What follows belongs to an exercise in optimizing a design on an open flow for small area, a short achievable clock period and few clock cycles per item; a production flow would make more cautious choices.
RTL that was checked went through simulation tests only; none was proved equivalent to the original.

Setup of run A:
Design aes_enc_core, start of the top module:
module aes_enc_core (
    input  wire         clk,
    input  wire         rst,         
    input  wire         key_load,    
    input  wire [1:0]   key_len,     
    input  wire [255:0] key,         
    input  wire         in_valid,
    output reg          in_ready,
    input  wire [127:0] in_data,
    output reg          out_valid,
    output wire [127:0] out_data
);
Size: ~520 I/O pins.
export LEC_CHECK = 0
export CAP_MARGIN = 20
export CORE_MARGIN = 2
export CORE_UTILIZATION = 40
export SLEW_MARGIN = 20
create_clock -name core_clock -period 10.0 [get_ports {clk}]
standard.sh (not shown) runs the stock make flow with config.mk's settings and CLKGATE_MAP_FILE= SYNTH_SCRIPT=/design/flow/synth_recipe.tcl, a recipe that flattens the netlist after the stock synthesis.
==> flow/flow/run.sh <==
#!/bin/bash
# Own layout flow: the standard flow (standard.sh, unchanged synthesis
# script and steps) with two settings changed:
#  - synthesis maps the logic with the ABC script in flow/abc.script (an
#    area-oriented mapping) instead of ORFS's speed script;
#  - the timing repair steps (floorplan, CTS, global route) aim for the extra
#    setup slack given in flow/margin.txt, so that the layout is sized for a
#    short period although the clock stays at the design's period.
# Each tool's output goes to a log file of its own in this folder.
set -uo pipefail
W=$PWD
SD=$W/scripts_own
rm -rf "$SD"; mkdir -p "$SD"
for f in "$FLOW_HOME"/scripts/*; do ln -s "$f" "$SD/"; done
if [[ -f "$W/flow/abc.script" ]]; then
  rm -f "$SD/abc_area.script"; cp "$W/flow/abc.script" "$SD/abc_area.script"
  ABC="ABC_AREA=1"
else
  ABC="ABC_AREA=0"
fi
MARGIN=$(cat "$W/flow/margin.txt")
bash standard.sh SCRIPTS_DIR="$SD" $ABC synth > "$W/synth.log" 2>&1 || { tail -30 "$W/synth.log"; exit 1; }
bash standard.sh SETUP_SLACK_MARGIN="$MARGIN" finish > "$W/layout.log" 2>&1 || { tail -30 "$W/layout.log"; exit 1; }
==> flow/flow/abc.script <==
strash
dch
map -a
==> flow/flow/margin.txt <==
6.5
Testbench counts of run A, summed over its fixed seeds: cycles 22,059, items 1,687.
Inputs modified between run A and run B:
==> flow/flow/run.sh <==
#!/bin/bash
# Own layout flow: the standard flow (standard.sh, with its synthesis
# script and steps) with these settings changed:
#  - synthesis maps the logic with the ABC script in flow/abc.script (an
#    area-oriented mapping) instead of ORFS's speed script;
#  - the make variables listed in flow/make_vars.txt (one VAR=value per
#    line) are added to both make runs: among them SETUP_SLACK_MARGIN, so
#    that the timing repair steps aim for extra setup slack and the layout is
#    sized for a short period, although the clock stays at the design's.
# Each tool's output goes to a log file of its own in this folder.
set -uo pipefail
W=$PWD
SD=$W/scripts_own
rm -rf "$SD"; mkdir -p "$SD"
for f in "$FLOW_HOME"/scripts/*; do ln -s "$f" "$SD/"; done
rm -f "$SD/abc_area.script"; cp "$W/flow/abc.script" "$SD/abc_area.script"
VARS=()
if [[ -f "$W/flow/make_vars.txt" ]]; then
  while IFS= read -r line; do
    [[ -z "$line" || "$line" == \#* ]] && continue
    VARS+=("$line")
  done < "$W/flow/make_vars.txt"
fi
bash standard.sh SCRIPTS_DIR="$SD" ABC_AREA=1 "${VARS[@]}" synth > "$W/synth.log" 2>&1 || { tail -30 "$W/synth.log"; exit 1; }
bash standard.sh "${VARS[@]}" finish > "$W/layout.log" 2>&1 || { tail -30 "$W/layout.log"; exit 1; }
==> flow/flow/make_vars.txt (new file) <==
SETUP_SLACK_MARGIN=6.5
BUFFER_PORTS_ARGS=-buffer_cell sky130_fd_sc_hd__buf_2
removed: flow/flow/margin.txt
- Delta(depth of the critical timing path with buffers and inverters included, run B - run A) < 0
- Min first-iteration DRC count across run A and run B: run A

========
aes_enc_core, a different RTL version from the one above (not shown whole).
For scale: about 1100 flip-flops, ~0.067 mm² of cells after synthesis.
export LEC_CHECK = 0
export CAP_MARGIN = 20
export CORE_MARGIN = 2
export CORE_UTILIZATION = 55
export SLEW_MARGIN = 20
create_clock -name core_clock -period 10.0 [get_ports {clk}]
==> flow/flow/run.sh <==
#!/bin/bash
# Own layout flow: the standard flow (standard.sh, with its synthesis
# script and steps) with these settings changed:
#  - synthesis maps the logic with the ABC script in flow/abc.script (an
#    area-oriented mapping) instead of ORFS's speed script;
#  - the make variables listed in flow/make_vars.txt (one VAR=value per
#    line) are added to both make runs: among them SETUP_SLACK_MARGIN, so
#    that the timing repair steps aim for extra setup slack and the layout is
#    sized for a short period, although the clock stays at the design's.
# Each tool's output goes to a log file of its own in this folder.
set -uo pipefail
W=$PWD
SD=$W/scripts_own
rm -rf "$SD"; mkdir -p "$SD"
for f in "$FLOW_HOME"/scripts/*; do ln -s "$f" "$SD/"; done
rm -f "$SD/abc_area.script"; cp "$W/flow/abc.script" "$SD/abc_area.script"
VARS=()
if [[ -f "$W/flow/make_vars.txt" ]]; then
  while IFS= read -r line; do
    [[ -z "$line" || "$line" == \#* ]] && continue
    VARS+=("$line")
  done < "$W/flow/make_vars.txt"
fi
bash standard.sh SCRIPTS_DIR="$SD" ABC_AREA=1 "${VARS[@]}" synth > "$W/synth.log" 2>&1 || { tail -30 "$W/synth.log"; exit 1; }
bash standard.sh "${VARS[@]}" finish > "$W/layout.log" 2>&1 || { tail -30 "$W/layout.log"; exit 1; }
==> flow/flow/abc.script <==
&get -n
&st
&dch
&nf -a -R 1000
&put
==> flow/flow/make_vars.txt <==
SETUP_SLACK_MARGIN=6.5
BUFFER_PORTS_ARGS=-buffer_cell sky130_fd_sc_hd__buf_2
The starting point passed the timing, design-rule and antenna checks.
Edit:
==> flow/flow/abc.script (replaced) <==
strash
dch
map -a
==> flow/flow/make_vars.txt (replaced) <==
SETUP_SLACK_MARGIN=6.8
BUFFER_PORTS_ARGS=-buffer_cell sky130_fd_sc_hd__buf_2
Settings changed: CORE_UTILIZATION 55 to 40.
What happened: Synthesized area rose by 5.6%; synthesized cell count rose by 29%; final area rose by about 15%; register-to-register slack improved by 320 ps.
Edit:
==> flow/flow/make_vars.txt (replaced) <==
SETUP_SLACK_MARGIN=6.5
BUFFER_PORTS_ARGS=-buffer_cell sky130_fd_sc_hd__buf_2
Result: The changed run finished with timing, DRC and antenna clean; worst hold slack improves by 4.0 ps; utilization goes down by 4.7 points; setup slack gets worse by 190 ps.
No functional check of the RTL was part of any run of this note.

==> port drivers added, routing unchanged <==
The flow's constraints put no driver on any port. The routed layouts listed below were extracted and timed again, unchanged, in two steps.
Step 1, drivers: a clkbuf_16 drives clk and a buf_2 each remaining input, both assumed.
Step 2 moves the port delays by t, midway between the first and last clock arrival at a register: inputs arrive t later, outputs are due t later. That takes back most of the time a late clock gives input paths.
Three values: ideal ports, drivers, drivers and shift; two values: the first two.
run	t (ns)	slack for setup (ns)	worst slew at a driven data input, ns
run A	0.883	6.519 / 6.454 / 5.694	0.10
run B	0.884	6.465 / 6.348 / 5.464	0.24
the first run of note 2	0.841	6.423 / 6.423 / 5.764	0.10
the second run of note 2	0.888	6.663 / 6.578 / 5.982	0.10
the third run of note 2	0.855	6.478 / 6.451 / 5.685	0.14
After both steps setup and hold are still met in every run listed. For run B, which loses most, drivers alone change the setup slack by -0.117 ns; drivers and shift together by -1.001 ns.
